Background: an optimization exercise with open tools, aiming at small area and a short achievable clock period. Do not read the settings as production practice. Only simulation tests tie the RTL to the original design; equivalence was not proved. Power is estimated from default activity; no workload was simulated.

$ cat flow/flow/synth.tcl
proc synth {args} { yosys synth -nofsm -noshare {*}$args }
proc abc {args} {
  set i [lsearch -exact $args -script]
  if {$i >= 0 && [info exists ::env(MY_ABC_SCRIPT)]} { lset args [expr {$i + 1}] $::env(MY_ABC_SCRIPT) }
  yosys abc {*}$args
}
source $::env(SCRIPTS_DIR)/synth.tcl
# left out here: clear keep_hierarchy, flatten, clean up, hide names made inside functions, write 1_2_yosys.v
$ cat flow/flow/upsize_ports.tcl
# Port buffers start as buf_1; the ports on the request-to-grant path get stronger ones.
set block [ord::get_db_block]
foreach bterm [$block getBTerms] {
  set name [$bterm getName]
  if {[regexp {^(req\[\d+\]|arb_en)$} $name]} {
    set cell sky130_fd_sc_hd__buf_4
  } elseif {[regexp {^(gnt_id\[\d+\]|gnt_valid)$} $name]} {
    set cell sky130_fd_sc_hd__buf_2
  } else {
    continue
  }
  set net [$bterm getNet]
  foreach iterm [$net getITerms] {
    set inst [$iterm getInst]
    if {[string match "sky130_fd_sc_hd__buf_*" [[$inst getMaster] getName]]} {
      replace_cell [$inst getName] $cell
    }
  }
}
$ cat flow/design.v
module qos_out_arb (
    input  wire        clk,
    input  wire        rst,           
    input  wire [17:0] cfg_level,     
    input  wire [71:0] cfg_weight,    
    input  wire [7:0]  cfg_starve,    
    input  wire        arb_en,        
    input  wire [9:0]  req,           
    input  wire [35:0] req_cells,     
    output wire        gnt_valid,
    output wire [3:0]  gnt_id,
    output wire [15:0] starve_promotions
);
    localparam N = 9;
    reg        [1:0] lvl      [0:N-1];    
    reg        [7:0] used     [0:N-1];
    reg        [3:0] ptr      [0:3];
    reg       [13:0] wait_cnt [0:N-1];    
    reg       [15:0] promo_cnt;
    assign starve_promotions = promo_cnt;
    reg  [N-1:0] starved;
    reg  [2:0]   key [0:N-1];
    reg  [N-1:0] beats [0:N-1];    
    reg  [N-1:0] first;            
    reg  [N-1:0] onehot;           
    reg  [3:0]   any_at;           
    reg  [N-1:0] passed;
    reg  [3:0]   win;
    reg  [3:0]   win_next;
    reg  [1:0]   win_level;
    integer e, j;
    always @(*) begin
        for (e = 0; e < N; e = e + 1) begin
            starved[e] = lvl[e] == 2'd0 && cfg_level[2*e +: 2] != 2'd0;
            key[e] = {lvl[e], e < ptr[lvl[e]]};
        end
        for (e = 0; e < N; e = e + 1)
            for (j = 0; j < N; j = j + 1)
                beats[e][j] = (e < j) ? key[e] <= key[j] : key[e] < key[j];
        for (e = 0; e < N; e = e + 1) begin
            first[e] = 1'b1;
            for (j = 0; j < N; j = j + 1)
                if (j != e && req[j] && !beats[e][j])
                    first[e] = 1'b0;
        end
        onehot = first & req[8:0];
        any_at = 4'd0;
        for (e = 0; e < N; e = e + 1)
            if (req[e])
                any_at[lvl[e]] = 1'b1;
        for (e = 0; e < N; e = e + 1)
            passed[e] = first[e] & ~req[e] & any_at[lvl[e]];
        win = 4'd0;
        win_next = 4'd0;
        win_level = 2'd0;
        for (e = 0; e < N; e = e + 1)
            if (onehot[e]) begin
                win = win | e;
                win_next = win_next | ((e + 1) % N);
                win_level = win_level | lvl[e];
            end
    end
    assign gnt_valid = arb_en & |req;
    assign gnt_id    = req[9] ? 4'd9 : win;
    wire grant_entry = arb_en & ~req[9];    
    reg  [7:0] u_w;
    reg  [7:0] w_w;
    reg  [3:0] c_w;
    reg  [8:0] s;             
    reg  [9:0] t;             
    reg        refill;        
    reg  [4:0] lim;           
    reg  [7:0] used_new;
    always @(*) begin
        u_w = 8'd0;
        w_w = 8'd0;
        c_w = 4'd0;
        for (e = 0; e < N; e = e + 1)
            if (onehot[e]) begin
                u_w = u_w | used[e];
                w_w = w_w | cfg_weight[8*e +: 8];
                c_w = c_w | req_cells[4*e +: 4];
            end
        s = {1'b0, u_w} + {5'd0, c_w} + 9'd1;
        t = {1'b0, s} - {2'b00, w_w};
        refill = ~t[9];
        lim = {1'b0, w_w[3:0]} + 5'd9;
        if (!refill)
            used_new = s[7:0];
        else if (w_w[7:4] == 4'd0 && t[4:0] > lim)
            used_new = {3'd0, lim};
        else
            used_new = {3'd0, t[4:0]};
    end
    wire [13:0] wait_zero = {8'd0 - cfg_starve, 6'd0};
    wire       guard_off = cfg_starve == 8'd0;
    reg  [N-1:0] gi, clr, hit, promo;
    reg  [3:0]   promo_add;
    integer i;
    always @(*) begin
        promo_add = 4'd0;
        for (i = 0; i < N; i = i + 1) begin
            gi[i]    = grant_entry & onehot[i];
            clr[i]   = cfg_level[2*i +: 2] == 2'd0 || guard_off || !req[i];
            hit[i]   = &wait_cnt[i];
            promo[i] = !gi[i] && !clr[i] && hit[i] && !starved[i];
            promo_add = promo_add + {3'd0, promo[i]};
        end
    end
    always @(posedge clk) begin
        for (i = 0; i < N; i = i + 1) begin
            if (rst || (grant_entry && passed[i]))
                used[i] <= 8'd0;
            else if (gi[i])
                used[i] <= used_new;
            if (rst || gi[i] || clr[i] || hit[i])
                wait_cnt[i] <= wait_zero;
            else
                wait_cnt[i] <= wait_cnt[i] + 14'd1;
            if (rst || gi[i])
                lvl[i] <= cfg_level[2*i +: 2];
            else if (promo[i])
                lvl[i] <= 2'd0;
        end
        for (i = 0; i < 4; i = i + 1)
            if (rst)
                ptr[i] <= 4'd0;
            else if (grant_entry && |onehot && refill && win_level == i)
                ptr[i] <= win_next;
        if (rst)
            promo_cnt <= 16'd0;
        else
            promo_cnt <= promo_cnt + {12'd0, promo_add};
    end
endmodule
$ cat flow/flow/run.sh
#!/bin/bash
# The standard layout with these changes:
# * synthesis maps the logic with flow/area.abc, an area-oriented ABC script
#   (flow/synth.tcl is synth_recipe.tcl with the abc call pointed at it), and
#   leaves adders to ABC instead of mapping them to full-adder cells first;
#   the registers come out of the same steps as in the standard synthesis;
# * each port gets a plain buf_1 instead of the delay buffer buffer_ports picks,
#   and after global placement flow/upsize_ports.tcl makes the buffers of the
#   ports on the request-to-grant path buf_4 (inputs) and buf_2 (outputs);
# * clock tree synthesis uses smaller clock buffers and no dummy loads.
set -uo pipefail
F=$PWD/flow
export MY_ABC_SCRIPT=$F/area.abc
export BUFFER_PORTS_ARGS="-buffer_cell sky130_fd_sc_hd__buf_1"
export POST_GLOBAL_PLACE_TCL=$F/upsize_ports.tcl
export CTS_ARGS="-sink_clustering_enable -repair_clock_nets -dont_use_dummy_load -buf_list {sky130_fd_sc_hd__clkbuf_8} -sink_clustering_size 12 -sink_clustering_max_diameter 80"
export SETUP_SLACK_MARGIN=14.2
bash standard.sh SYNTH_SCRIPT=$F/synth.tcl ADDER_MAP_FILE= finish > standard.log 2>&1
$ cat flow/config.mk
export PLATFORM = sky130hd
export DESIGN_NAME = qos_out_arb
export DESIGN_NICKNAME = qos_out_arb
export VERILOG_FILES = /design/flow/design.v
export SDC_FILE = /design/flow/constraint.sdc
export NUM_CORES = 4
export LEC_CHECK = 0
export CAP_MARGIN = 20
export CORE_MARGIN = 2
export CORE_UTILIZATION = 40
export PLACE_DENSITY = 0.6
export SLEW_MARGIN = 20
$ cat flow/standard.sh
#!/bin/bash
# synth_recipe.tcl (not shown) runs the flow's synth.tcl, then flattens the netlist and writes it again
# the make line also repeats each setting of config.mk as NAME=value (left out here)
make -C /OpenROAD-flow-scripts/flow DESIGN_CONFIG=/design/flow/config.mk WORK_HOME=/design/flow/orfs CLKGATE_MAP_FILE= SYNTH_SCRIPT=/design/flow/synth_recipe.tcl "${@:-finish}"
$ cat flow/constraint.sdc
create_clock -name core_clock -period 26.0 [get_ports {clk}]
set_input_delay 5.2000 -clock core_clock [delete_from_list [all_inputs] [get_ports {clk}]]
set_output_delay 5.2000 -clock core_clock [all_outputs]
set_load 0.01 [all_outputs]
$ cat flow/flow/area.abc
strash
dc2
&get -n
&dch -f
&nf -R 1000
&put
topo
stime -c
==> flow_summary.yaml, run 1 <==
global_route:
  grt-ovfl-total: 0
  track_usage_pct: 29.8
  grt_max_degree: 60
  antenna_found_initial: 0
  grt_pass1_wl_um: 79300
  grt_pass1_vias: 13600
pwr:
  p_sw_share_pct: 33.7
  p_sw_w: 0.000288
  p_leak_nw: 5.49
  vdd_drop_max_uv: 48.4
  power_w: 0.000853
  p_per_area_nw_per_um2: 55.1
  pwr-share-clk_pct: 24.6
  seq_power_share_pct: 49.5
  p_comb_share_pct: 25.9
  p_int_w: 0.000565
critical_path:
  crit_path_end_kind: "output port"
  rr_endpoint: "promo_cnt[15]$_SDFF_PP0_"
  rrSetupSlack_ns: 16.49
  r2r_cells: 34
  critPathKind: "input port to output port"
  critPathMaxFanout: 12
  arrival_ns: 6.60
  r2r-start: "lvl[8][1]$_SDFFCE_PN0P_"
  critPathRequiredTime_ns: 20.80
  startpoint_type: "input port"
cts:
  clockRootBuffer: "clkbuf_8"
  path_clk_slew_ns: 0.07
  insertion_delay_ns: 0.58
  cts_tree: "yes"
  hold_buffers: 0
  htreeDepth: 1
  clkSinkCount: 248
  clk_path_buf_depth: 3
  cts-buffers-inserted: 25
layout:
  final_cell_mix: "dfxtp_1, nor2_1, buf_1, a21oi_1"
  drive_above_1_share_pct: 6.83
  fin_nets: 2008
  fin_cells: 2301
  final_common_cell: "dfxtp_1"
  stdcell_area_um2: 15500
  syn_to_final_growth_pct: 17.2
  num_antenna_cells: 0
sta:
  clock_skew_ns: 0.0884
  rsz0062_at_grt: "yes"
  min_period_ns: 11.80
  fmaxAchievable_mhz: 84.7
  finalCritPeriodShare_pct: 45.4
  setup_viol: 0
  timing.setup.tns_ns: 0
  final-hold-violation-count: 0
  whs_ns: 0.465
  worst_pin_slew_ns: 0.993
  slew_violations: 0
  slew_headroom_pct: 33.5
yosys:
  synth_xor_area_share_pct: 4.45
  synth_top_family_by_area: "compound AO/OA/AOI/OAI gates"
  synth.mux.area_fraction_pct: 1.44
  synth_nets: 1759
  synth-seq-cells: 248
  ys_seq_area_share_pct: 39.0
  synth.avg_cell_area_um2: 8.19
  yosys.area_share.simple_pct: 22.7
  synth_flop_cell: "dfxtp_1"
  syn_inst: 1612
  synth_adder_area_share_pct: 0.834
  synth_edf_count: 18
  syn_area_um2: 13200
  synth_compound_area_share_pct: 30.4
  asyncSetResetFlopFracSynth_pct: 0
  ys_types: 52
  yosys_warnings: 7
floorplanning:
  die_w_um: 186
  num_rows: 66
  start_util_pct: 40.6
  core_um2: 32500
  die_h_um: 186
  pin_count: 168
  die-area_um2: 34500
route:
  vias_per_cell: 6.30
  vias: 14500
  first_pass_iters: 7
  routed_wl_um: 52300
  drtIter0Drc: 1904
  wire_per_inst_um: 22.7
  drc_errors: 0
  ant_nets: 0
min_path:
  whs_endpoint: "wait_cnt[8][0]$_SDFF_PP0_"
  min_path_cells: 1
  hold_path.class: "flop to flop"
  worstHoldStart: "wait_cnt[8][0]$_SDFF_PP0_"
placement:
  io_buffer_count: 167
  hpwl_um: 35700
  placed_area_um2: 14600
  dp_cells: 2243
run:
  drv_cap: 0
run_status:
  status: "finished clean"
-- cell families after synthesis --
family,count (synthesis)
AO/OA/AOI/OAI,598
XOR/XNOR,67
adder cells (fa/ha/maj),11
buffers and inverters,42
flip-flops,248
multiplexers,19
AND/OR/NAND/NOR,627
-- worst max-delay path by stage --
| stage | slack [ns] | end | cells past startpoint | start |
|---|---|---|---|---|
| floorplan | 14.21 | gnt_id[2] | 5 | req[4] |
| global placement | 13.13 | gnt_id[0] | 10 | req[7] |
| detailed placement | 13.48 | gnt_id[0] | 10 | req[1] |
| CTS | 14.20 | gnt_id[0] | 9 | req[2] |
| global route | 14.11 | gnt_id[0] | 9 | req[3] |
| finish | 14.20 | gnt_id[0] | 10 | req[7] |
-- power by group through the flow --
stage	Combinational (W)	Clock [W]	Sequential (W)
6_report	0.000221	0.000210	0.000422
5_1_grt	0.000241	0.000232	0.000424
3_3_place_gp	0.000198	0	0.000429
3_5_place_dp	0.000200	0	0.000430
4_1_cts	0.000214	0.000219	0.000421
2_1_floorplan	0.000130	0	0.000424
-- worst max-delay path: stages --
cell and delay, ns:
buf_12 0.14, clkinv_8 0.08, o221ai_2 0.13, and4b_1 0.24, and2_4 0.18, buf_12 0.12, nor2_4 0.10, nand2_2 0.07
or2_0 0.19, buf_2 0.14
-- Yosys cell counts, drive strengths merged, types with 27 or more instances --
library cell | count | share of area [%]
nor3 | 42 | 1.6
and2 | 27 | 1.3
and3 | 62 | 2.9
or2 | 27 | 1.3
o21ai | 133 | 5.0
nor2 | 213 | 6.1
a211oi | 71 | 4.0
a21oi | 140 | 5.3
dfxtp | 230 | 35
clkinv | 42 | 1.2
xnor2 | 54 | 3.6
a222oi | 64 | 4.9
nand3 | 44 | 1.7
a22oi | 27 | 1.5
nand2 | 131 | 3.7
o22ai | 34 | 1.6
-- final cells by class --
type | instances | area [um^2]
sequential | 248 | 5140
fill | 3307 | 17100
inverter | 42 | 200
clock buffer | 25 | 344
multi-input combinational | 1328 | 8070
timing repair buffer | 216 | 1160
tap | 442 | 553
-- sequential cells by signal, indices dropped and copies added (netlist names) --
name / count
lvl: 18
promo_cnt: 16
ptr: 16
used: 72
wait_cnt: 126
-- metrics by stage --
step                      utilization (%)  setup WS, ns
after floorplan                         -         14.21
after global placement               44.8         13.13
after detailed placement             44.9         13.48
after CTS                            47.4         14.20
after global routing                 47.6         14.11
final                                47.6         14.20
-- per-layer routing --
metal | vias to the layer above | GRT usage [%] | share of wire (%)
li1 | 6759 | - | -
met1 | 6662 | 36.8 | 40
met2 | 866 | 48.0 | 44
met3 | 217 | 5.99 | 9.6
met4 | 0 | 18.0 | 6.6
met5 | - | 0 | 0
-- what timing repair did --
item,4_1_cts,5_1_grt
setup endpoints to repair,4,4
resized for setup,54,7
cloned,7,0
setup buffers,25,1
pin swaps,15,7
==> run 2: changes to the inputs <==
--- a/flow/flow/run.sh
+++ b/flow/flow/run.sh
@@ -15,4 +15,3 @@
 export POST_GLOBAL_PLACE_TCL=$F/upsize_ports.tcl
 export CTS_ARGS="-sink_clustering_enable -repair_clock_nets -dont_use_dummy_load -buf_list {sky130_fd_sc_hd__clkbuf_8} -sink_clustering_size 12 -sink_clustering_max_diameter 80"
-export SETUP_SLACK_MARGIN=14.2
 bash standard.sh SYNTH_SCRIPT=$F/synth.tcl ADDER_MAP_FILE= finish > standard.log 2>&1
==> flow_summary.yaml, run 2 <==
sta:
  setup_viol: 0
  slew_headroom_pct: 31.4
  timing.setup.tns_ns: 0
  final-hold-violation-count: 0
  worst_pin_slew_ns: 1.03
  rsz0062_at_grt: "no"
  min_period_ns: 12.31
  clock_skew_ns: 0.0895
  finalCritPeriodShare_pct: 47.4
  fmaxAchievable_mhz: 81.2
  slew_violations: 0
yosys:
  synth-seq-cells: 248
  synth.most_common_cell: "dfxtp_1"
  ys_types: 52
  ys_top_cells_by_area: "dfxtp_1, nor2_1, a21oi_1"
  yosys_warnings: 7
  syn_area_um2: 13200
  synth_nets: 1759
  synth_edf_count: 18
  synth_common_cells: "dfxtp_1, nor2_1, a21oi_1, o21ai_0, nand2_1"
  ys_seq_area_share_pct: 39.0
  synth_top_cell_by_area: "dfxtp_1"
  syn_inst: 1612
  asyncSetResetFlopFracSynth_pct: 0
  synth.avg_cell_area_um2: 8.19
  yosysTopAreaCellShare_pct: 34.9
  synth_flop_cell: "dfxtp_1"
critical_path:
  critPathRequiredTime_ns: 20.80
  startpoint_type: "input port"
  arrival_ns: 7.11
  critPathMaxFanout: 24
  crit_path_end_kind: "output port"
  critPathKind: "input port to output port"
floorplanning:
  pin_count: 168
  num_rows: 66
  start_util_pct: 40.6
  die-area_um2: 34500
  die_h_um: 186
  die_w_um: 186
  core_um2: 32500
layout:
  final_cell_mix: "dfxtp_1, nor2_1, buf_1, a21oi_1, o21ai_0"
  top_regs: "wait_cnt: 126 flops, used: 72 flops, lvl: 18 flops"
  fill_cells: 3295
  regMostFlops: "wait_cnt"
  syn_to_final_growth_pct: 13.6
  largest_register_ffs: 126
  fin_nets: 1980
  drive_above_1_share_pct: 3.99
  multi_input_area_um2: 7920
  seq_area_um2: 5140
  post-route-util_pct: 46.1
  final_common_cell: "dfxtp_1"
global_route:
  grt_pass1_vias: 13100
  grt-ovfl-total: 0
  use_met1_pct: 35.1
  antenna_found_initial: 0
  grt.busiest_layer: "met2"
  track_usage_pct: 28.0
  use_met3_pct: 5.13
  use_met2_pct: 46.1
  grt_max_degree: 60
  grt_pass1_wl_um: 75000
run:
  drv_cap: 0
cts:
  insertion_delay_ns: 0.57
  ctsResizeCount: 0
  cts-buffers-inserted: 25
  clkSinkCount: 248
  clk_path_buf_depth: 3
  path_clk_slew_ns: 0.08
  cts_tree: "yes"
  htreeDepth: 1
  hold_buffers: 0
  clockRootBuffer: "clkbuf_8"
  cts_setup_buffers: 0
pwr:
  p_sw_share_pct: 33.3
  p_leak_nw: 5.27
  pwr-share-clk_pct: 25.1
  p_int_w: 0.000558
  power_w: 0.000836
  seq_power_share_pct: 50.4
  p_per_area_nw_per_um2: 55.8
  vdd_drop_max_uv: 42.6
  p_comb_share_pct: 24.4
  p_sw_w: 0.000279
route:
  routed_wl_um: 49600
  first_pass_iters: 8
  vias_per_cell: 6.26
  drtIter0Drc: 1697
  ant_nets: 0
  drc_errors: 0
  wire_per_inst_um: 21.8
  vias: 14200
placement:
  io_buffer_count: 167
  hpwl_um: 35300
run_status:
  status: "finished clean"
min_path:
  hold_path.class: "flop to flop"
run 2: cells by family (layout without fill, tap and decap cells):
kind of cell,Yosys count,count (layout),share of synthesized area [%]
compound gates,598,598,30.4
xor+xnor,67,67,4.45
fa+ha+maj,11,11,0.834
buf+inv,42,261,1.19
flops,248,248,39.0
mux,19,19,1.44
other cells,0,1,0
simple gates,627,627,22.7
run 2: per-stage QoR:
stage	std cells	area (um^2)	hold slack, ns	setup slack, ns
finish	2274	15000	0.470	13.69
detailed placement	2248	14600	0.456	13.71
global route	2273	15000	0.494	13.54
CTS	2273	15000	0.474	13.70
global placement	2248	14600	0.445	13.24
floorplan	1612	13200	0.431	13.82
run 2: final timing paths:
path / startpoint / end / slack (ns) / cells after the start
hold / removal: wait_cnt[1][0]$_SDFF_PP0_ / wait_cnt[1][0]$_SDFF_PP0_ / 0.47 / 1
hold reg to reg: wait_cnt[1][0]$_SDFF_PP0_ / wait_cnt[1][0]$_SDFF_PP0_ / 0.47 / 1
setup / recovery: req[2] / gnt_id[2] / 13.69 / 10
setup reg to reg: lvl[8][0]$_SDFFCE_PN0P_ / promo_cnt[15]$_SDFF_PP0_ / 16.42 / 33
run 2: critical path: stages:
cell	delay [ns]
buf_4	0.17
clkinv_1	0.19
o22a_1	0.18
o211ai_1	0.08
a211oi_1	0.37
and2_0	0.18
buf_4	0.30
nor2_1	0.11
a21oi_1	0.16
buf_2	0.16
run 2: cell type report:
| cell class | count | area share, % |
|---|---|---|
| sequential | 248 | 34.3 |
| antenna | 1 | 0.0167 |
| timing repair buffer | 194 | 5.86 |
| inverter | 42 | 1.05 |
| tap | 442 | 3.69 |
| clock buffer | 25 | 2.29 |
| multi-input combinational | 1322 | 52.8 |
run 2: per-layer routing:
layer / routed length, um / vias up
li1: - / 6686
met1: 20600 / 6606
met2: 22000 / 766
met3: 4360 / 174
met4: 2670 / 0
met5: 0 / -
run 2: power groups by stage:
stage / logic, W / clock network [W] / registers (W)
floorplan: 0.000130 / 0 / 0.000424
global placement: 0.000197 / 0 / 0.000429
detailed placement: 0.000200 / 0 / 0.000429
CTS: 0.000201 / 0.000219 / 0.000421
global route: 0.000224 / 0.000234 / 0.000424
finish: 0.000204 / 0.000210 / 0.000422
==> run 3: changes to the inputs <==
--- a/flow/design.v
+++ b/flow/design.v
@@ -24,5 +24,4 @@
     reg  [N-1:0] first;            
     reg  [N-1:0] onehot;           
-    reg  [3:0]   any_at;           
     reg  [N-1:0] passed;
     reg  [3:0]   win;
@@ -45,10 +44,4 @@
         end
         onehot = first & req[8:0];
-        any_at = 4'd0;
-        for (e = 0; e < N; e = e + 1)
-            if (req[e])
-                any_at[lvl[e]] = 1'b1;
-        for (e = 0; e < N; e = e + 1)
-            passed[e] = first[e] & ~req[e] & any_at[lvl[e]];
         win = 4'd0;
         win_next = 4'd0;
@@ -60,4 +53,6 @@
                 win_level = win_level | lvl[e];
             end
+        for (e = 0; e < N; e = e + 1)
+            passed[e] = first[e] & ~req[e] & (lvl[e] == win_level) & |req[8:0];
     end
     assign gnt_valid = arb_en & |req;
--- a/flow/flow/run.sh
+++ b/flow/flow/run.sh
@@ -15,3 +15,4 @@
 export POST_GLOBAL_PLACE_TCL=$F/upsize_ports.tcl
 export CTS_ARGS="-sink_clustering_enable -repair_clock_nets -dont_use_dummy_load -buf_list {sky130_fd_sc_hd__clkbuf_8} -sink_clustering_size 12 -sink_clustering_max_diameter 80"
+export GPL_TIMING_DRIVEN=0
 bash standard.sh SYNTH_SCRIPT=$F/synth.tcl ADDER_MAP_FILE= finish > standard.log 2>&1
==> flow_summary.yaml, run 3 <==
run_status:
  status: "finished clean"
yosys:
  synth_top_cell_by_area: "dfxtp_1"
  ys_top_cells_by_area: "dfxtp_1, a21oi_1, nor2_1"
  syn_area_um2: 12900
  synth_xor_area_share_pct: 6.04
  asyncSetResetFlopFracSynth_pct: 0
  synth-seq-cells: 248
  yosys.area_share.simple_pct: 21.0
  synth_nets: 1705
  synth.most_common_cell: "dfxtp_1"
  synth_common_cells: "dfxtp_1, nor2_1, a21oi_1, o21ai_0, nand2_1"
  syn_inst: 1558
  yosys_warnings: 7
  synth_top_family_by_area: "compound AO/OA/AOI/OAI gates"
  synth.mux.area_fraction_pct: 1.57
  ys_types: 52
  yosysTopAreaCellShare_pct: 35.7
  synth_adder_area_share_pct: 0.931
  synth.avg_cell_area_um2: 8.28
  synth_flop_cell: "dfxtp_1"
  synth_edf_count: 18
  ys_seq_area_share_pct: 39.9
  synth_compound_area_share_pct: 29.3
layout:
  syn_to_final_growth_pct: 13.4
  top_regs: "wait_cnt: 126 flops, used: 72 flops, lvl: 18 flops"
  fin_nets: 1914
  regMostFlops: "wait_cnt"
  stdcell_area_um2: 14600
  drive_above_1_share_pct: 4.19
  final_common_cell: "dfxtp_1"
  final_cell_mix: "dfxtp_1, nor2_1, a21oi_1, buf_1, o21ai_0"
  largest_register_ffs: 126
  fin_cells: 2169
critical_path:
  cpPeakStageDelay_ns: 0.66
  crit_slowest_cell: "and2_1"
  critical_path.top_delay_family: "simple AND/OR/NAND/NOR gates"
  startpoint_type: "input port"
  crit_top_cell: "nor2_1"
  arrival_ns: 7.68
  critPathRequiredTime_ns: 20.80
  path_buf_inv: 5
  path_cells: "buf_4 > clkinv_1 > o22ai_1 > a221o_1 > nor3_1 > and2_1 > buf_8 > nor2_1 > clkinv_1 > nor2_1 > nor2_1 > buf_2"
  critPathMaxFanout: 13
  critPathKind: "input port to output port"
  crit_path_end_kind: "output port"
global_route:
  grt_pass1_wl_um: 67300
  grt_pass1_vias: 11900
  track_usage_pct: 25.1
  grt_max_degree: 43
  antenna_found_initial: 2
  grt-ovfl-total: 0
sta:
  finalCritPeriodShare_pct: 49.6
  slew_headroom_pct: 24.1
  worst_slack_ns: 13.12
  rsz0062_at_grt: "no"
  clock_skew_ns: 0.0836
  min_period_ns: 12.88
  timing.setup.tns_ns: 0
  final-hold-violation-count: 0
  worst_pin_slew_ns: 1.13
  whs_ns: 0.460
  slew_violations: 0
  setup_viol: 0
  fmaxAchievable_mhz: 77.6
route:
  vias_per_cell: 6.10
  routed_wl_um: 44000
  vias: 13200
  drtIter0Drc: 1566
  drc_errors: 0
  wire_per_inst_um: 20.3
  first_pass_iters: 9
  ant_nets: 0
pwr:
  p_per_area_nw_per_um2: 57.1
  p_leak_nw: 5.12
  vdd_drop_max_uv: 38.7
cts:
  insertion_delay_ns: 0.56
  clk_path_buf_depth: 3
  clkSinkCount: 248
  clockRootBuffer: "clkbuf_8"
  htreeDepth: 1
  path_clk_slew_ns: 0.05
  cts-buffers-inserted: 25
  cts_setup_buffers: 0
  ctsResizeCount: 0
  cts_tree: "yes"
  hold_buffers: 0
placement:
  io_buffer_count: 167
  placed_area_um2: 14300
  dp_cells: 2141
  hpwl_um: 30500
  pre_cts_ws_ns: 13.25
floorplanning:
  die-area_um2: 33700
  die_w_um: 184
  num_rows: 65
  start_util_pct: 40.8
  core_um2: 31600
  pin_count: 168
  die_h_um: 184
run:
  drv_cap: 0
min_path:
  hold_path.class: "flop to flop"
## run 3: changes by cell type in the layout (fill, tap and decap cells not counted), sizes merged, moves of 14 or more
cell / delta
nand3: -27
a21oi: +47
nand2: -33
nor3: +14
xnor2: +20
a211oi: -24
## run 3: kinds of logic (layout without fill, tap and decap cells)
kind of cell    Yosys count  count (layout)
compound gates          585             585
xor+xnor                 89              89
fa+ha+maj                12              12
buf+inv                  42             249
flops                   248             248
mux                      19              19
other cells               0               2
simple gates            563             563
## run 3: final timing paths
kind / slack (ns) / end / startpoint / cells after the start
worst max-delay path: 13.12 / gnt_id[2] / req[2] / 12
worst min-delay path: 0.46 / wait_cnt[7][0]$_SDFF_PP0_ / wait_cnt[7][0]$_SDFF_PP0_ / 1
worst max register to register: 17.01 / used[4][1]$_SDFFE_PP0P_ / lvl[8][1]$_SDFFCE_PN0P_ / 29
worst min register to register: 0.46 / wait_cnt[7][0]$_SDFF_PP0_ / wait_cnt[7][0]$_SDFF_PP0_ / 1
## run 3: cell type report
class / count / area (um^2)
antenna: 2 / 5.00
clock buffer: 25 / 344
fill: 3128 / 17000
inverter: 42 / 158
multi-input combinational: 1268 / 7670
sequential: 248 / 5140
tap: 402 / 503
timing repair buffer: 182 / 802
## run 3: where the power goes
part | total, W | switching, W | internal (W)
Sequential | 0.000422 | 0.0000198 | 0.000402
Combinational | 0.000203 | 0.000130 | 0.0000732
Clock | 0.000210 | 0.000124 | 0.0000855
## run 3: routing by layer
layer	global-route usage, %	wire length (um)
met5	0	0
met4	8.86	1550
met3	4.54	4210
met2	41.3	19500
met1	33.0	18700
## run 3: per-stage QoR
step	total power (W)	utilization [%]
6_report	0.000835	46.2
3_5_place_dp	0.000627	45.1
3_3_place_gp	0.000622	44.4
5_1_grt	0.000881	46.2
4_1_cts	0.000837	46.2
2_1_floorplan	0.000561	-
==> run 4: changes to the inputs <==
--- a/flow/flow/run.sh
+++ b/flow/flow/run.sh
@@ -15,4 +15,4 @@
 export POST_GLOBAL_PLACE_TCL=$F/upsize_ports.tcl
 export CTS_ARGS="-sink_clustering_enable -repair_clock_nets -dont_use_dummy_load -buf_list {sky130_fd_sc_hd__clkbuf_8} -sink_clustering_size 12 -sink_clustering_max_diameter 80"
-export GPL_TIMING_DRIVEN=0
+export SETUP_SLACK_MARGIN=14.2
 bash standard.sh SYNTH_SCRIPT=$F/synth.tcl ADDER_MAP_FILE= finish > standard.log 2>&1
==> flow_summary.yaml, run 4 <==
critical_path:
  path_buf_inv: 3
  arrival_ns: 6.63
  critPathKind: "input port to output port"
  path_cells: "buf_4 > a222oi_1 > and3_4 > and2_4 > buf_12 > or2_4 > nor2_2 > nor2_1 > buf_2"
  critPathRequiredTime_ns: 20.80
  crit_path_end_kind: "output port"
  crit_slowest_cell: "a222oi_1"
  critical_path.top_delay_family: "simple AND/OR/NAND/NOR gates"
  critPathMaxFanout: 9
  startpoint_type: "input port"
  cpPeakStageDelay_ns: 0.33
layout:
  largest_register_ffs: 126
  fin_nets: 1964
  final_common_cell: "dfxtp_1"
  regMostFlops: "wait_cnt"
  syn_to_final_growth_pct: 18.5
  fin_cells: 2220
  final_cell_mix: "dfxtp_1, nor2_1, a21oi_1, buf_1, o21ai_0"
  drive_above_1_share_pct: 8.10
  top_regs: "wait_cnt: 126 flops, used: 72 flops, lvl: 18 flops"
  fill_cells: 3137
global_route:
  antenna_found_initial: 5
  grt_max_degree: 55
  grt_pass1_vias: 12600
  grt_pass1_wl_um: 72800
  track_usage_pct: 27.7
  grt-ovfl-total: 0
run:
  drv_cap: 0
placement:
  hpwl_um: 31600
  io_buffer_count: 167
  dp_cells: 2141
sta:
  final-hold-violation-count: 0
  timing.setup.tns_ns: 0
  min_period_ns: 11.83
  fmaxAchievable_mhz: 84.5
  worst_pin_slew_ns: 1.21
  clock_skew_ns: 0.0674
  finalCritPeriodShare_pct: 45.5
  rsz0062_at_grt: "yes"
  setup_viol: 0
  slew_violations: 0
  whs_ns: 0.467
  slew_headroom_pct: 19.2
route:
  first_pass_iters: 9
  routed_wl_um: 48200
  wire_per_inst_um: 21.7
  vias: 13700
  drc_errors: 0
  drtIter0Drc: 1911
  vias_per_cell: 6.18
  ant_nets: 0
pwr:
  pwr-share-clk_pct: 24.6
  p_sw_w: 0.000285
  p_leak_nw: 5.45
  p_comb_share_pct: 26.1
  p_sw_share_pct: 33.3
  p_int_w: 0.000571
  p_per_area_nw_per_um2: 56.0
  vdd_drop_max_uv: 43.5
  seq_power_share_pct: 49.3
cts:
  clockRootBuffer: "clkbuf_8"
  cts_tree: "yes"
  htreeDepth: 1
  cts-buffers-inserted: 25
  hold_buffers: 0
  clk_path_buf_depth: 3
  insertion_delay_ns: 0.58
  path_clk_slew_ns: 0.08
  clkSinkCount: 248
yosys:
  synth-seq-cells: 248
  synth_edf_count: 18
  synth_flop_cell: "dfxtp_1"
  syn_inst: 1558
  synth_compound_area_share_pct: 29.3
  synth_top_family_by_area: "compound AO/OA/AOI/OAI gates"
  syn_area_um2: 12900
  asyncSetResetFlopFracSynth_pct: 0
  synth_adder_area_share_pct: 0.931
  ys_types: 52
  synth_common_cells: "dfxtp_1, nor2_1, a21oi_1, o21ai_0, nand2_1"
  synth.most_common_cell: "dfxtp_1"
  ys_seq_area_share_pct: 39.9
  ys_top_cells_by_area: "dfxtp_1, a21oi_1, nor2_1"
  synth_top_cell_by_area: "dfxtp_1"
  synth.avg_cell_area_um2: 8.28
  synth_xor_area_share_pct: 6.04
  yosys_warnings: 7
  yosys.area_share.simple_pct: 21.0
  synth_nets: 1705
  yosysTopAreaCellShare_pct: 35.7
  synth.mux.area_fraction_pct: 1.57
floorplanning:
  num_rows: 65
  start_util_pct: 40.8
  die_h_um: 184
  core_um2: 31600
  pin_count: 168
  die_w_um: 184
  die-area_um2: 33700
run_status:
  status: "finished clean"
min_path:
  hold_path.class: "flop to flop"
-- run 4: cell counts after synthesis --
Identical to the previous run, type by type.
-- run 4: repair_timing --
| action | 4_1_cts | 5_1_grt |
|---|---|---|
| resized for setup | 57 | 18 |
| cloned | 8 | 0 |
| buffers inserted | 31 | 11 |
| pin swaps | 18 | 12 |
| setup endpoints to repair | 4 | 7 |
-- run 4: routing by layer --
metal	GRT usage (%)	share of wire [%]	wire length, um	vias up
li1	-	-	-	6500
met1	33.9	41	19600	6275
met2	44.3	44	21200	755
met3	7.19	9.3	4500	191
met4	16.1	5.9	2840	2
met5	0	0.025	12	-
-- run 4: power by group through the flow --
stage	Combinational (W)	Sequential, W	Clock [W]
final	0.000223	0.000422	0.000211
after global routing	0.000243	0.000424	0.000233
after CTS	0.000214	0.000421	0.000218
after detailed placement	0.000199	0.000430	0
after global placement	0.000197	0.000430	0
after floorplan	0.000138	0.000424	0
-- run 4: kinds of logic (layout without fill, tap and decap cells) --
kind of cell | count (synthesis) | count (layout)
multiplexers | 19 | 19
XOR/XNOR | 89 | 89
other | 0 | 3
buffers and inverters | 42 | 294
AO/OA/AOI/OAI | 585 | 585
adder cells (fa/ha/maj) | 12 | 12
flip-flops | 248 | 248
AND/OR/NAND/NOR | 563 | 568
-- run 4: final timing paths --
check,startpoint,end,slack [ns],cells past startpoint
min reg2reg,wait_cnt[8][0]$_SDFF_PP0_,wait_cnt[8][0]$_SDFF_PP0_,0.47,1
max,req[6],gnt_id[2],14.17,9
max reg2reg,lvl[6][0]$_SDFFCE_PN0P_,used[4][1]$_SDFFE_PP0P_,17.26,35
min,wait_cnt[8][0]$_SDFF_PP0_,wait_cnt[8][0]$_SDFF_PP0_,0.47,1
-- run 4: cell type report --
type / instances / area (um^2) / share of cell area, %
Antenna cell: 3 / 7.51 / 0.0491
Clock buffer: 25 / 344 / 2.25
Inverter: 42 / 225 / 1.47
Multi-Input combinational cell: 1273 / 7780 / 50.8
Sequential cell: 248 / 5140 / 33.6
Tap cell: 402 / 503 / 3.29
Timing Repair Buffer: 227 / 1290 / 8.45
-- run 4: stage by stage --
step / util, % / power (W) / instance area [um^2] / setup slack, ns
finish: 48.3 / 0.000856 / 15300 / 14.17
global route: 48.3 / 0.000900 / 15300 / 14.09
CTS: 47.8 / 0.000854 / 15100 / 14.15
detailed placement: 45.1 / 0.000629 / 14300 / 13.49
global placement: 44.9 / 0.000627 / 14200 / 13.25
floorplan: - / 0.000561 / 12900 / 14.16
==> run 5: changes to the inputs <==
--- a/flow/flow/run.sh
+++ b/flow/flow/run.sh
@@ -15,4 +15,3 @@
 export POST_GLOBAL_PLACE_TCL=$F/upsize_ports.tcl
 export CTS_ARGS="-sink_clustering_enable -repair_clock_nets -dont_use_dummy_load -buf_list {sky130_fd_sc_hd__clkbuf_8} -sink_clustering_size 12 -sink_clustering_max_diameter 80"
-export SETUP_SLACK_MARGIN=14.2
 bash standard.sh SYNTH_SCRIPT=$F/synth.tcl ADDER_MAP_FILE= finish > standard.log 2>&1
==> flow_summary.yaml, run 5 <==
run_status:
  status: "finished clean"
critical_path:
  critPathKind: "input port to output port"
  r2r_cells: 34
  cpPeakStageDelay_ns: 0.33
  r2r-start: "lvl[6][0]$_SDFFCE_PN0P_"
  path_cells: "buf_4 > clkinv_1 > o22ai_1 > a221o_1 > nor3_1 > and2_0 > buf_4 > nor2_1 > clkinv_1 > nor2_1 > nor2_1 > buf_2"
  rrSetupSlack_ns: 17.40
  arrival_ns: 7.18
  crit_top_cell: "nor2_1"
  critPathMaxFanout: 23
  startpoint_type: "input port"
  crit_path_end_kind: "output port"
  crit_slowest_cell: "buf_4"
  rr_endpoint: "used[4][3]$_SDFFE_PP0P_"
  critPathRequiredTime_ns: 20.80
min_path:
  hold_path.class: "flop to flop"
  min_path_cells: 1
  worstHoldStart: "wait_cnt[6][0]$_SDFF_PP0_"
  whs_endpoint: "wait_cnt[6][0]$_SDFF_PP0_"
run:
  drv_cap: 0
yosys:
  ys_seq_area_share_pct: 39.9
  asyncSetResetFlopFracSynth_pct: 0
  synth_nets: 1705
  synth_flop_cell: "dfxtp_1"
  syn_inst: 1558
  ys_top_cells_by_area: "dfxtp_1, a21oi_1, nor2_1"
  synth-seq-cells: 248
  ys_types: 52
  synth.most_common_cell: "dfxtp_1"
  synth_edf_count: 18
  synth_common_cells: "dfxtp_1, nor2_1, a21oi_1, o21ai_0, nand2_1"
  syn_area_um2: 12900
  yosysTopAreaCellShare_pct: 35.7
  synth_top_cell_by_area: "dfxtp_1"
  synth.avg_cell_area_um2: 8.28
  yosys_warnings: 7
sta:
  fmaxAchievable_mhz: 80.8
  slew_headroom_pct: 25.7
  final-hold-violation-count: 0
  timing.setup.tns_ns: 0
  worst_pin_slew_ns: 1.10
  whs_ns: 0.467
  setup_viol: 0
  finalCritPeriodShare_pct: 47.6
  min_period_ns: 12.38
  clock_skew_ns: 0.0656
  worst_slack_ns: 13.62
  slew_violations: 0
  rsz0062_at_grt: "no"
route:
  drc_errors: 0
  ant_nets: 0
  first_pass_iters: 6
  vias_per_cell: 6.13
  routed_wl_um: 44700
  met3WireLength_um: 4670
  drtIter0Drc: 1498
  wl_met1_um: 18000
  vias: 13400
  wire_per_inst_um: 20.5
  top_layer: "met4"
  dr_wl_met2_um: 20000
global_route:
  antenna_found_initial: 3
  grt-ovfl-total: 0
  track_usage_pct: 25.6
  grt_pass1_vias: 12400
  grt_pass1_wl_um: 68300
  grt_max_degree: 55
floorplanning:
  die_h_um: 184
  core_um2: 31600
  pin_count: 168
  start_util_pct: 40.8
  num_rows: 65
  die_w_um: 184
  die-area_um2: 33700
pwr:
  p_leak_nw: 5.16
  p_per_area_nw_per_um2: 57.0
  vdd_drop_max_uv: 39.2
cts:
  clk_path_buf_depth: 3
  ctsResizeCount: 0
  insertion_delay_ns: 0.56
  cts_tree: "yes"
  htreeDepth: 1
  path_clk_slew_ns: 0.08
  clkSinkCount: 248
  cts-buffers-inserted: 25
  hold_buffers: 0
  clockRootBuffer: "clkbuf_8"
  cts_setup_buffers: 0
placement:
  placed_area_um2: 14300
  hpwl_um: 31400
  io_buffer_count: 167
  pre_cts_ws_ns: 13.68
layout:
  top_regs: "wait_cnt: 126 flops, used: 72 flops, lvl: 18 flops"
  post-route-util_pct: 46.3
  final_common_cell: "dfxtp_1"
  fin_nets: 1922
  regMostFlops: "wait_cnt"
  largest_register_ffs: 126
  stdcell_area_um2: 14700
  syn_to_final_growth_pct: 13.6
  final_cell_mix: "dfxtp_1, nor2_1, a21oi_1, buf_1, o21ai_0"
  drive_above_1_share_pct: 4.34
==> run 5: cell counts after synthesis <==
Identical to the previous run, type by type.
==> run 5: cell families (layout without fill, tap and decap cells) <==
logic type               after synthesis  count (layout)  share of synthesized area [%]
other                                  0               3                              0
adder cells (fa/ha/maj)               12              12                          0.931
AO/OA/AOI/OAI                        585             585                           29.3
flip-flops                           248             248                           39.9
multiplexers                          19              19                           1.57
AND/OR/NAND/NOR                      563             563                           21.0
buffers and inverters                 42             257                           1.22
XOR/XNOR                              89              89                           6.04
==> run 5: how the worst max path moves through the flow <==
stage	from	to	slack (ns)	depth (start not counted)
global route	req[2]	gnt_id[2]	13.50	12
detailed placement	req[2]	gnt_id[2]	13.68	12
global placement	req[3]	gnt_id[2]	13.30	10
floorplan	req[3]	gnt_id[3]	13.70	4
finish	req[2]	gnt_id[2]	13.62	12
CTS	req[2]	gnt_id[2]	13.68	12
==> run 5: final cells by class <==
type / instances / area [um^2]
diodes: 3 / 7.51
flip-flops and latches: 248 / 5140
clock buffers: 25 / 344
repair buffers: 190 / 846
inverters: 42 / 158
well taps: 402 / 503
fillers: 3194 / 17000
multi-input cells: 1268 / 7660
==> run 5: critical path: cells and delay by family <==
family | cells | cell delay, ns
buf+inv | 5 | 0.90
compound gates | 2 | 0.37
simple gates | 5 | 0.69
==> run 5: metal layers <==
metal	track usage [%]	up-vias
li1	-	6397
met1	31.6	6139
met5	0	-
met4	11.5	0
met3	6.06	123
met2	42.6	692
==> run 5: stage by stage <==
stage / std cells / power (W)
after floorplan: 1558 / 0.000561
after global placement: 2149 / 0.000626
after detailed placement: 2149 / 0.000629
after CTS: 2174 / 0.000838
after global routing: 2176 / 0.000882
final: 2178 / 0.000836
==> run 5: power by group <==
part | switching [W] | internal, W | leakage, nW
Sequential | 0.0000200 | 0.000402 | 2.07
Clock | 0.000124 | 0.0000853 | 0.180
Combinational | 0.000130 | 0.0000735 | 2.91
==> run 6: changes to the inputs <==
--- a/flow/config.mk
+++ b/flow/config.mk
@@ -8,5 +8,5 @@
 export CAP_MARGIN = 20
 export CORE_MARGIN = 2
-export CORE_UTILIZATION = 40
-export PLACE_DENSITY = 0.6
+export CORE_UTILIZATION = 65
+export PLACE_DENSITY = 0.75
 export SLEW_MARGIN = 20
==> flow_summary.yaml, run 6 <==
run_status:
  status: "finished clean"
pwr:
  vdd_drop_max_uv: 52.8
  p_leak_nw: 5.14
  power_w: 0.000834
  p_per_area_nw_per_um2: 57.7
layout:
  fill_cells: 1457
  fin_nets: 1920
  syn_to_final_growth_pct: 12.0
  num_antenna_cells: 0
  top_regs: "wait_cnt: 126 flops, used: 72 flops, lvl: 18 flops"
  drive_above_1_share_pct: 4.12
  stdcell_area_um2: 14500
  fin_cells: 2036
  largest_register_ffs: 126
  regMostFlops: "wait_cnt"
  final_cell_mix: "dfxtp_1, nor2_1, a21oi_1, buf_1, o21ai_0"
  final_common_cell: "dfxtp_1"
yosys:
  syn_area_um2: 12900
  synth-seq-cells: 248
  ys_types: 52
  synth_adder_area_share_pct: 0.931
  synth_nets: 1705
  synth_top_family_by_area: "compound AO/OA/AOI/OAI gates"
  synth_flop_cell: "dfxtp_1"
  asyncSetResetFlopFracSynth_pct: 0
  synth.most_common_cell: "dfxtp_1"
  yosys.area_share.simple_pct: 21.0
  synth.mux.area_fraction_pct: 1.57
  synth_xor_area_share_pct: 6.04
  ys_top_cells_by_area: "dfxtp_1, a21oi_1, nor2_1"
  syn_inst: 1558
  ys_seq_area_share_pct: 39.9
  yosys_warnings: 7
  synth_compound_area_share_pct: 29.3
  synth_top_cell_by_area: "dfxtp_1"
  synth.avg_cell_area_um2: 8.28
  synth_common_cells: "dfxtp_1, nor2_1, a21oi_1, o21ai_0, nand2_1"
  synth_edf_count: 18
  yosysTopAreaCellShare_pct: 35.7
sta:
  fmaxAchievable_mhz: 80.8
  setup_viol: 0
  worst_pin_slew_ns: 1.20
  finalCritPeriodShare_pct: 47.6
  rsz0062_at_grt: "no"
  worst_slack_ns: 13.62
  clock_skew_ns: 0.0637
  final-hold-violation-count: 0
  min_period_ns: 12.38
  slew_violations: 0
  timing.setup.tns_ns: 0
  slew_headroom_pct: 18.9
route:
  routed_wl_um: 44400
  vias: 14000
  vias_per_cell: 6.88
  first_pass_iters: 8
  wire_per_inst_um: 21.8
  drtIter0Drc: 2196
  ant_nets: 0
  drc_errors: 0
cts:
  cts_setup_buffers: 0
  ctsResizeCount: 0
  cts-buffers-inserted: 25
  path_clk_slew_ns: 0.07
  clkSinkCount: 248
  htreeDepth: 1
  clockRootBuffer: "clkbuf_8"
  clk_path_buf_depth: 3
  hold_buffers: 0
  insertion_delay_ns: 0.57
  cts_tree: "yes"
placement:
  placed_area_um2: 14100
  hpwl_um: 31400
  dp_cells: 2011
  pre_cts_ws_ns: 13.65
  io_buffer_count: 167
critical_path:
  critPathCapture: "gnt_id[2]"
  arrival_ns: 7.18
  rrSetupSlack_ns: 17.30
  r2r_cells: 31
  critPathMaxFanout: 23
  rr_endpoint: "promo_cnt[15]$_SDFF_PP0_"
  r2r-start: "lvl[4][0]$_SDFFCE_PN0P_"
  startpoint: "req[2]"
  critPathRequiredTime_ns: 20.80
  crit_path_end_kind: "output port"
  critPathKind: "input port to output port"
  startpoint_type: "input port"
floorplanning:
  die_h_um: 145
  pin_count: 168
  die_w_um: 145
  die-area_um2: 21000
  num_rows: 51
  core_um2: 19500
  start_util_pct: 66.3
global_route:
  grt_pass1_vias: 13400
  grt_pass1_wl_um: 69600
  grt_max_degree: 55
  track_usage_pct: 40.6
  grt-ovfl-total: 0
  antenna_found_initial: 0
run:
  drv_cap: 0
min_path:
  hold_path.class: "flop to flop"
  min_path_cells: 1
==> run 6: critical path, stage by stage <==
cell and delay [ns]:
buf_4 0.15, clkinv_1 0.20, o22ai_1 0.11, a221o_1 0.27, nor3_1 0.31, and2_0 0.18
buf_4 0.31, nor2_1 0.11, clkinv_1 0.07, nor2_1 0.05, nor2_1 0.08, buf_2 0.14
==> run 6: cell families after synthesis <==
group / after synthesis
AO/OA/AOI/OAI: 585
AND/OR/NAND/NOR: 563
flip-flops: 248
XOR/XNOR: 89
buffers and inverters: 42
multiplexers: 19
adder cells (fa/ha/maj): 12
==> run 6: metal layers <==
metal  vias up  share of wire, %  GRT usage (%)
met5         -                 0              0
li1       6394                 -              -
met3       228                11           8.84
met1      6440                36           47.7
met2       938                46           68.0
met4         0               6.8           24.4
==> run 6: power by group <==
| part | switching, W | internal [W] |
|---|---|---|
| registers | 0.0000201 | 0.000402 |
| logic | 0.000132 | 0.0000729 |
| clock network | 0.000122 | 0.0000853 |
| total | 0.000274 | 0.000561 |
==> run 6: layout make-up <==
type                            count  area [um^2]  area share [%]
Timing Repair Buffer              188          833            5.76
Sequential cell                   248         5140            35.6
Multi-Input combinational cell   1268         7640            52.9
Tap cell                          265          332            2.29
Inverter                           42          158            1.09
Clock buffer                       25          344            2.38
==> run 6: how the worst min path moves through the flow <==
| stage | start | end | slack [ns] |
|---|---|---|---|
| final | wait_cnt[7][0]$_SDFF_PP0_ | wait_cnt[7][0]$_SDFF_PP0_ | 0.47 |
| after global routing | wait_cnt[0][0]$_SDFF_PN0_ | wait_cnt[0][0]$_SDFF_PN0_ | 0.49 |
| after CTS | wait_cnt[5][0]$_SDFF_PP0_ | wait_cnt[5][0]$_SDFF_PP0_ | 0.47 |
| after detailed placement | wait_cnt[5][0]$_SDFF_PP0_ | wait_cnt[5][0]$_SDFF_PP0_ | 0.45 |
| after global placement | wait_cnt[6][0]$_SDFF_PP0_ | wait_cnt[6][0]$_SDFF_PP0_ | 0.44 |
| after floorplan | wait_cnt[1][0]$_SDFF_PP0_ | wait_cnt[1][0]$_SDFF_PP0_ | 0.43 |
==> run 6: per-stage QoR <==
stage	hold slack, ns	util [%]
2_1_floorplan	0.430	-
3_3_place_gp	0.443	72.2
3_5_place_dp	0.455	72.5
4_1_cts	0.473	74.2
5_1_grt	0.491	74.3
6_report	0.470	74.3
==> run 7: changes to the inputs <==
--- a/flow/flow/run.sh
+++ b/flow/flow/run.sh
@@ -15,3 +15,4 @@
 export POST_GLOBAL_PLACE_TCL=$F/upsize_ports.tcl
 export CTS_ARGS="-sink_clustering_enable -repair_clock_nets -dont_use_dummy_load -buf_list {sky130_fd_sc_hd__clkbuf_8} -sink_clustering_size 12 -sink_clustering_max_diameter 80"
+export SETUP_SLACK_MARGIN=13.9
 bash standard.sh SYNTH_SCRIPT=$F/synth.tcl ADDER_MAP_FILE= finish > standard.log 2>&1
--- a/flow/config.mk
+++ b/flow/config.mk
@@ -8,5 +8,5 @@
 export CAP_MARGIN = 20
 export CORE_MARGIN = 2
-export CORE_UTILIZATION = 65
-export PLACE_DENSITY = 0.75
+export CORE_UTILIZATION = 55
+export PLACE_DENSITY = 0.7
 export SLEW_MARGIN = 20
==> flow_summary.yaml, run 7 <==
min_path:
  hold_path.class: "flop to flop"
pwr:
  p_comb_share_pct: 25.1
  seq_power_share_pct: 50.2
  power_w: 0.000842
  vdd_drop_max_uv: 58.4
  pwr-share-clk_pct: 24.7
  p_sw_share_pct: 32.9
  p_leak_nw: 5.25
  p_int_w: 0.000564
  p_per_area_nw_per_um2: 56.8
  p_sw_w: 0.000277
layout:
  drive_above_1_share_pct: 5.67
  syn_to_final_growth_pct: 14.7
  regMostFlops: "wait_cnt"
  fin_cells: 2101
  post-route-util_pct: 63.7
  largest_register_ffs: 126
  top_regs: "wait_cnt: 126 flops, used: 72 flops, lvl: 18 flops"
  final_cell_mix: "dfxtp_1, nor2_1, a21oi_1, buf_1, o21ai_0"
  fin_nets: 1930
  final_common_cell: "dfxtp_1"
yosys:
  synth_top_cell_by_area: "dfxtp_1"
  syn_inst: 1558
  asyncSetResetFlopFracSynth_pct: 0
  syn_area_um2: 12900
  synth_nets: 1705
  yosys_warnings: 7
  ys_types: 52
  synth-seq-cells: 248
  synth_edf_count: 18
  synth.avg_cell_area_um2: 8.28
  ys_top_cells_by_area: "dfxtp_1, a21oi_1, nor2_1"
  synth_flop_cell: "dfxtp_1"
  yosysTopAreaCellShare_pct: 35.7
  synth.most_common_cell: "dfxtp_1"
  synth_common_cells: "dfxtp_1, nor2_1, a21oi_1, o21ai_0, nand2_1"
  ys_seq_area_share_pct: 39.9
sta:
  finalCritPeriodShare_pct: 46.3
  final-hold-violation-count: 0
  clock_skew_ns: 0.0788
  fmaxAchievable_mhz: 83.2
  timing.setup.tns_ns: 0
  rsz0062_at_grt: "yes"
  min_period_ns: 12.03
  worst_slack_ns: 13.97
  slew_violations: 0
  slew_headroom_pct: 21.4
  setup_viol: 0
  worst_pin_slew_ns: 1.17
floorplanning:
  die_h_um: 157
  die_w_um: 157
  die-area_um2: 24700
  start_util_pct: 55.5
  pin_count: 168
  num_rows: 56
  core_um2: 23300
route:
  wire_per_inst_um: 21.4
  routed_wl_um: 45000
  drc_errors: 0
  drtIter0Drc: 1626
  vias: 13800
  ant_nets: 0
  vias_per_cell: 6.55
  first_pass_iters: 10
critical_path:
  startpoint: "req[7]"
  crit_slowest_cell: "a222oi_1"
  rrSetupSlack_ns: 17.24
  rr_endpoint: "used[7][1]$_SDFFE_PP0P_"
  critPathMaxFanout: 13
  critPathRequiredTime_ns: 20.80
  path_cells: "buf_4 > a222oi_1 > a21boi_0 > and4_1 > and2_4 > buf_12 > nor2_1 > a21oi_1 > buf_2"
  critPathKind: "input port to output port"
  arrival_ns: 6.83
  cpPeakStageDelay_ns: 0.29
  crit_path_end_kind: "output port"
  r2r_cells: 29
  startpoint_type: "input port"
  critPathCapture: "gnt_id[1]"
  r2r-start: "lvl[8][1]$_SDFFCE_PN0P_"
cts:
  cts_tree: "yes"
  clk_path_buf_depth: 3
  htreeDepth: 1
  insertion_delay_ns: 0.57
  cts-buffers-inserted: 25
  path_clk_slew_ns: 0.07
  clkSinkCount: 248
  clockRootBuffer: "clkbuf_8"
placement:
  io_buffer_count: 167
  dp_cells: 2063
  pre_cts_ws_ns: 13.70
  hpwl_um: 31100
global_route:
  grt-ovfl-total: 0
  antenna_found_initial: 2
  grt_pass1_vias: 12200
  track_usage_pct: 34.7
  grt_max_degree: 55
  grt_pass1_wl_um: 67300
run_status:
  status: "finished clean"
run:
  drv_cap: 0
run 7: cell types whose count changed in the layout (fill, tap and decap cells not counted), moves of 4 or more:
cell	previous run	this run
clkinvlp_4	0	4
clkbuf_16	0	4
buf_12	0	4
clkinv_1	42	33
run 7: worst max-delay path, delay by kind of cell:
| family | cells | cell delay (ns) |
|---|---|---|
| AOI/OAI and AO/OA | 3 | 0.64 |
| and+or+nand+nor | 3 | 0.49 |
| buffers and inverters | 3 | 0.48 |
run 7: area by class of cell:
type / instances / area, um^2
sequential: 248 / 5140
tap: 319 / 399
multi-input combinational: 1268 / 7680
inverter: 42 / 185
timing repair buffer: 198 / 1050
clock buffer: 25 / 344
fill: 2122 / 8460
antenna: 1 / 2.50
run 7: timing repair:
action	in CTS	in global routing
gates cloned	0	4
pin swaps	1	6
hold buffers	0	0
setup buffers	0	8
endpoints found under the setup margin	3	3
gates resized for setup	10	36
run 7: logic make-up (layout without fill, tap and decap cells):
kind of cell | count (synthesis) | after routing | synth area share [%]
compound gates | 585 | 585 | 29.3
simple gates | 563 | 563 | 21.0
flops | 248 | 248 | 39.9
xor+xnor | 89 | 89 | 6.04
buf+inv | 42 | 265 | 1.22
mux | 19 | 19 | 1.57
fa+ha+maj | 12 | 12 | 0.931
other cells | 0 | 1 | 0
run 7: power groups by stage:
stage          sequential (W)  clock, W  combinational [W]
2_1_floorplan        0.000424         0           0.000137
3_5_place_dp         0.000430         0           0.000199
5_1_grt              0.000425  0.000227           0.000229
4_1_cts              0.000421  0.000213           0.000200
3_3_place_gp         0.000429         0           0.000195
6_report             0.000423  0.000208           0.000211
run 7: layer usage:
layer | share of wire, % | up-vias | track usage (%)
met5 | 0 | - | 0
li1 | - | 6428 | -
met2 | 44 | 784 | 54.9
met1 | 39 | 6360 | 43.1
met3 | 10 | 183 | 7.96
met4 | 6.5 | 0 | 20.9
run 7: per-stage QoR:
stage	instance area [um^2]	hold WS, ns
after floorplan	12900	0.430
after global placement	14100	0.436
after detailed placement	14200	0.455
after CTS	14500	0.470
after global routing	14800	0.489
final	14800	0.467
run 7: how the worst min path moves through the flow:
stage	start	depth (start not counted)	endpoint	slack, ns
after CTS	wait_cnt[4][3]$_SDFF_PP0_	1	wait_cnt[4][3]$_SDFF_PP0_	0.47
after global routing	wait_cnt[5][0]$_SDFF_PP0_	1	wait_cnt[5][0]$_SDFF_PP0_	0.49
final	wait_cnt[2][0]$_SDFF_PP0_	1	wait_cnt[2][0]$_SDFF_PP0_	0.47
after floorplan	wait_cnt[1][0]$_SDFF_PP0_	1	wait_cnt[1][0]$_SDFF_PP0_	0.43
after detailed placement	wait_cnt[5][0]$_SDFF_PP0_	1	wait_cnt[5][0]$_SDFF_PP0_	0.46
after global placement	wait_cnt[8][0]$_SDFF_PP0_	1	wait_cnt[8][0]$_SDFF_PP0_	0.44
==> run 8: changes to the inputs <==
--- a/flow/flow/run.sh
+++ b/flow/flow/run.sh
@@ -15,4 +15,3 @@
 export POST_GLOBAL_PLACE_TCL=$F/upsize_ports.tcl
 export CTS_ARGS="-sink_clustering_enable -repair_clock_nets -dont_use_dummy_load -buf_list {sky130_fd_sc_hd__clkbuf_8} -sink_clustering_size 12 -sink_clustering_max_diameter 80"
-export SETUP_SLACK_MARGIN=13.9
 bash standard.sh SYNTH_SCRIPT=$F/synth.tcl ADDER_MAP_FILE= finish > standard.log 2>&1
==> flow_summary.yaml, run 8 <==
sta:
  fmaxAchievable_mhz: 81.1
  timing.setup.tns_ns: 0
  final-hold-violation-count: 0
  finalCritPeriodShare_pct: 47.4
  clock_skew_ns: 0.0414
  slew_headroom_pct: 24.8
  min_period_ns: 12.33
  worst_pin_slew_ns: 1.11
  setup_viol: 0
  slew_violations: 0
  rsz0062_at_grt: "no"
cts:
  clkSinkCount: 248
  clockRootBuffer: "clkbuf_8"
  cts_tree: "yes"
  cts_setup_buffers: 0
  ctsResizeCount: 0
  htreeDepth: 1
  cts-buffers-inserted: 24
  clk_path_buf_depth: 3
  path_clk_slew_ns: 0.08
  insertion_delay_ns: 0.56
  hold_buffers: 0
floorplanning:
  start_util_pct: 55.5
  die_h_um: 157
  die_w_um: 157
  die-area_um2: 24700
  num_rows: 56
  core_um2: 23300
  pin_count: 168
layout:
  seq_area_um2: 5140
  largest_register_ffs: 126
  multi_input_area_um2: 7650
  top_regs: "wait_cnt: 126 flops, used: 72 flops, lvl: 18 flops"
  fin_cells: 2088
  fill_cells: 2119
  regMostFlops: "wait_cnt"
  fin_nets: 1918
  syn_to_final_growth_pct: 12.4
  final_cell_mix: "dfxtp_1, nor2_1, a21oi_1, buf_1, o21ai_0"
  stdcell_area_um2: 14500
  final_common_cell: "dfxtp_1"
  num_antenna_cells: 0
  drive_above_1_share_pct: 4.07
yosys:
  ys_types: 52
  synth.avg_cell_area_um2: 8.28
  synth-seq-cells: 248
  asyncSetResetFlopFracSynth_pct: 0
  synth_edf_count: 18
  ys_seq_area_share_pct: 39.9
  syn_inst: 1558
  synth.most_common_cell: "dfxtp_1"
  ys_top_cells_by_area: "dfxtp_1, a21oi_1, nor2_1"
  synth_flop_cell: "dfxtp_1"
  synth_common_cells: "dfxtp_1, nor2_1, a21oi_1, o21ai_0, nand2_1"
  synth_nets: 1705
  synth_top_cell_by_area: "dfxtp_1"
  syn_area_um2: 12900
  yosysTopAreaCellShare_pct: 35.7
  yosys_warnings: 7
pwr:
  vdd_drop_max_uv: 56.9
  pwr-share-clk_pct: 24.6
  p_leak_nw: 5.13
  p_int_w: 0.000557
  p_comb_share_pct: 24.5
  p_sw_share_pct: 32.8
  p_sw_w: 0.000272
  seq_power_share_pct: 50.9
  p_per_area_nw_per_um2: 57.1
critical_path:
  rr_endpoint: "used[2][1]$_SDFFE_PP0P_"
  startpoint_type: "input port"
  r2r_cells: 26
  critPathRequiredTime_ns: 20.80
  crit_top_cell: "nor2_1"
  crit_path_end_kind: "output port"
  arrival_ns: 7.13
  rrSetupSlack_ns: 17.15
  critPathMaxFanout: 23
  critPathKind: "input port to output port"
  path_cells: "buf_4 > clkinv_1 > o22ai_1 > a221o_1 > nor3_1 > and2_0 > buf_4 > nor2_1 > clkinv_1 > nor2_1 > nor2_1 > buf_2"
  cpPeakStageDelay_ns: 0.30
  crit_slowest_cell: "buf_4"
  r2r-start: "lvl[8][1]$_SDFFCE_PN0P_"
route:
  wire_per_inst_um: 21.1
  vias_per_cell: 6.44
  drc_errors: 0
  vias: 13500
  drtIter0Drc: 1545
  routed_wl_um: 44100
  ant_nets: 0
  first_pass_iters: 6
global_route:
  grt-ovfl-total: 0
  track_usage_pct: 34.5
  grt_max_degree: 55
  grt_pass1_vias: 12200
  grt_pass1_wl_um: 66700
  antenna_found_initial: 0
min_path:
  worstHoldStart: "wait_cnt[1][0]$_SDFF_PP0_"
  hold_path.class: "flop to flop"
  whs_endpoint: "wait_cnt[1][0]$_SDFF_PP0_"
  min_path_cells: 1
placement:
  placed_area_um2: 14200
  dp_cells: 2064
  io_buffer_count: 167
  hpwl_um: 31000
run:
  drv_cap: 0
run_status:
  status: "finished clean"
-- run 8: changes by cell type in the layout (fill, tap and decap cells not counted), moves of 2 or more --
| cell | before | now |
|---|---|---|
| clkinv_1 | 33 | 42 |
| buf_12 | 4 | 0 |
| clkbuf_16 | 4 | 0 |
| clkinvlp_4 | 4 | 0 |
| and2_0 | 23 | 26 |
| and2_4 | 3 | 0 |
| buf_6 | 3 | 0 |
| inv_4 | 3 | 0 |
| nor2_1 | 198 | 200 |
| o21ai_0 | 118 | 120 |
| o21ai_1 | 2 | 0 |
-- run 8: worst max-delay path by stage --
| stage | cells after the start | slack (ns) | startpoint | to |
|---|---|---|---|---|
| after CTS | 12 | 13.70 | req[2] | gnt_id[2] |
| after detailed placement | 12 | 13.70 | req[2] | gnt_id[2] |
| final | 12 | 13.67 | req[2] | gnt_id[2] |
| after global placement | 10 | 13.37 | req[8] | gnt_id[2] |
| after floorplan | 4 | 13.70 | req[3] | gnt_id[3] |
| after global routing | 12 | 13.51 | req[2] | gnt_id[2] |
-- run 8: stage by stage --
stage / setup WS (ns) / power (W) / hold slack (ns) / util (%)
finish: 13.67 / 0.000829 / 0.464 / 62.4
global route: 13.51 / 0.000867 / 0.488 / 62.4
CTS: 13.70 / 0.000827 / 0.469 / 62.3
detailed placement: 13.70 / 0.000628 / 0.450 / 60.9
global placement: 13.37 / 0.000624 / 0.438 / 60.7
floorplan: 13.70 / 0.000561 / 0.430 / -
-- run 8: worst max-delay path, delay by kind of cell --
| kind | cells | cell delay (ns) |
|---|---|---|
| and+or+nand+nor | 5 | 0.70 |
| AOI/OAI and AO/OA | 2 | 0.37 |
| buffers and inverters | 5 | 0.85 |
-- run 8: routing by layer --
layer | vias to the layer above | global-route usage [%] | routed length (um)
met1 | 6180 | 42.7 | 17400
met2 | 737 | 55.6 | 19500
met5 | - | 0 | 0
li1 | 6392 | - | -
met4 | 0 | 19.6 | 2610
met3 | 146 | 7.65 | 4540
-- run 8: final cells by class --
class,count,area share (%)
clock buffers,24,2.28
inverters,42,1.09
multi-input cells,1268,52.7
flip-flops and latches,248,35.5
well taps,319,2.75
repair buffers,187,5.69
-- run 8: cell families after synthesis --
| group | after synthesis | share of synthesized area [%] |
|---|---|---|
| AO/OA/AOI/OAI | 585 | 29.3 |
| XOR/XNOR | 89 | 6.04 |
| adder cells (fa/ha/maj) | 12 | 0.931 |
| buffers and inverters | 42 | 1.22 |
| flip-flops | 248 | 39.9 |
| multiplexers | 19 | 1.57 |
| AND/OR/NAND/NOR | 563 | 21.0 |
-- run 8: power by group through the flow --
stage	Clock [W]	Combinational, W	Sequential (W)
CTS	0.000207	0.000199	0.000421
global placement	0	0.000195	0.000429
floorplan	0	0.000137	0.000424
detailed placement	0	0.000198	0.000430
global route	0.000220	0.000222	0.000424
finish	0.000204	0.000203	0.000422

-- separate check: timing with driven ports --
The results above use ideal ports. As a check the final layouts listed here were re-extracted and re-timed, cells and wires unchanged.
Step 1: set_driving_cell puts a clkbuf_16 on clk and a buf_2 on each other input, an assumption about the parent block.
Step 2, shift: input delay + t, output delay - t, t = (earliest + latest rising clock arrival at the registers) / 2. This alone moves slack from input paths to output paths.
Three values: ideal ports, drivers, drivers and shift; two values: the first two.
run | t, ns | setup slack, ns | clock arrival spread, ns | worst register clock-pin slew, ns
run 1 | 0.580 | 14.198 / 14.128 / 14.128 | 0.088 / 0.088 | 0.09 / 0.09
run 2 | 0.579 | 13.685 / 13.656 / 13.656 | 0.090 / 0.089 | 0.09 / 0.09
run 3 | 0.561 | 13.116 / 13.069 / 13.069 | 0.087 / 0.087 | 0.08 / 0.08
run 4 | 0.588 | 14.167 / 14.121 / 14.122 | 0.068 / 0.068 | 0.09 / 0.09
run 5 | 0.575 | 13.623 / 13.585 / 13.585 | 0.071 / 0.071 | 0.09 / 0.09
run 6 | 0.583 | 13.623 / 13.600 / 13.600 | 0.063 / 0.064 | 0.08 / 0.08
run 7 | 0.572 | 13.975 / 13.952 / 13.952 | 0.079 / 0.078 | 0.09 / 0.09
run 8 | 0.583 | 13.667 / 13.645 / 13.645 | 0.041 / 0.041 | 0.09 / 0.09
After both steps every run listed still meets setup and hold. For run 1, which loses most, drivers alone change the setup slack by -0.070 ns; drivers and shift together by -0.070 ns.
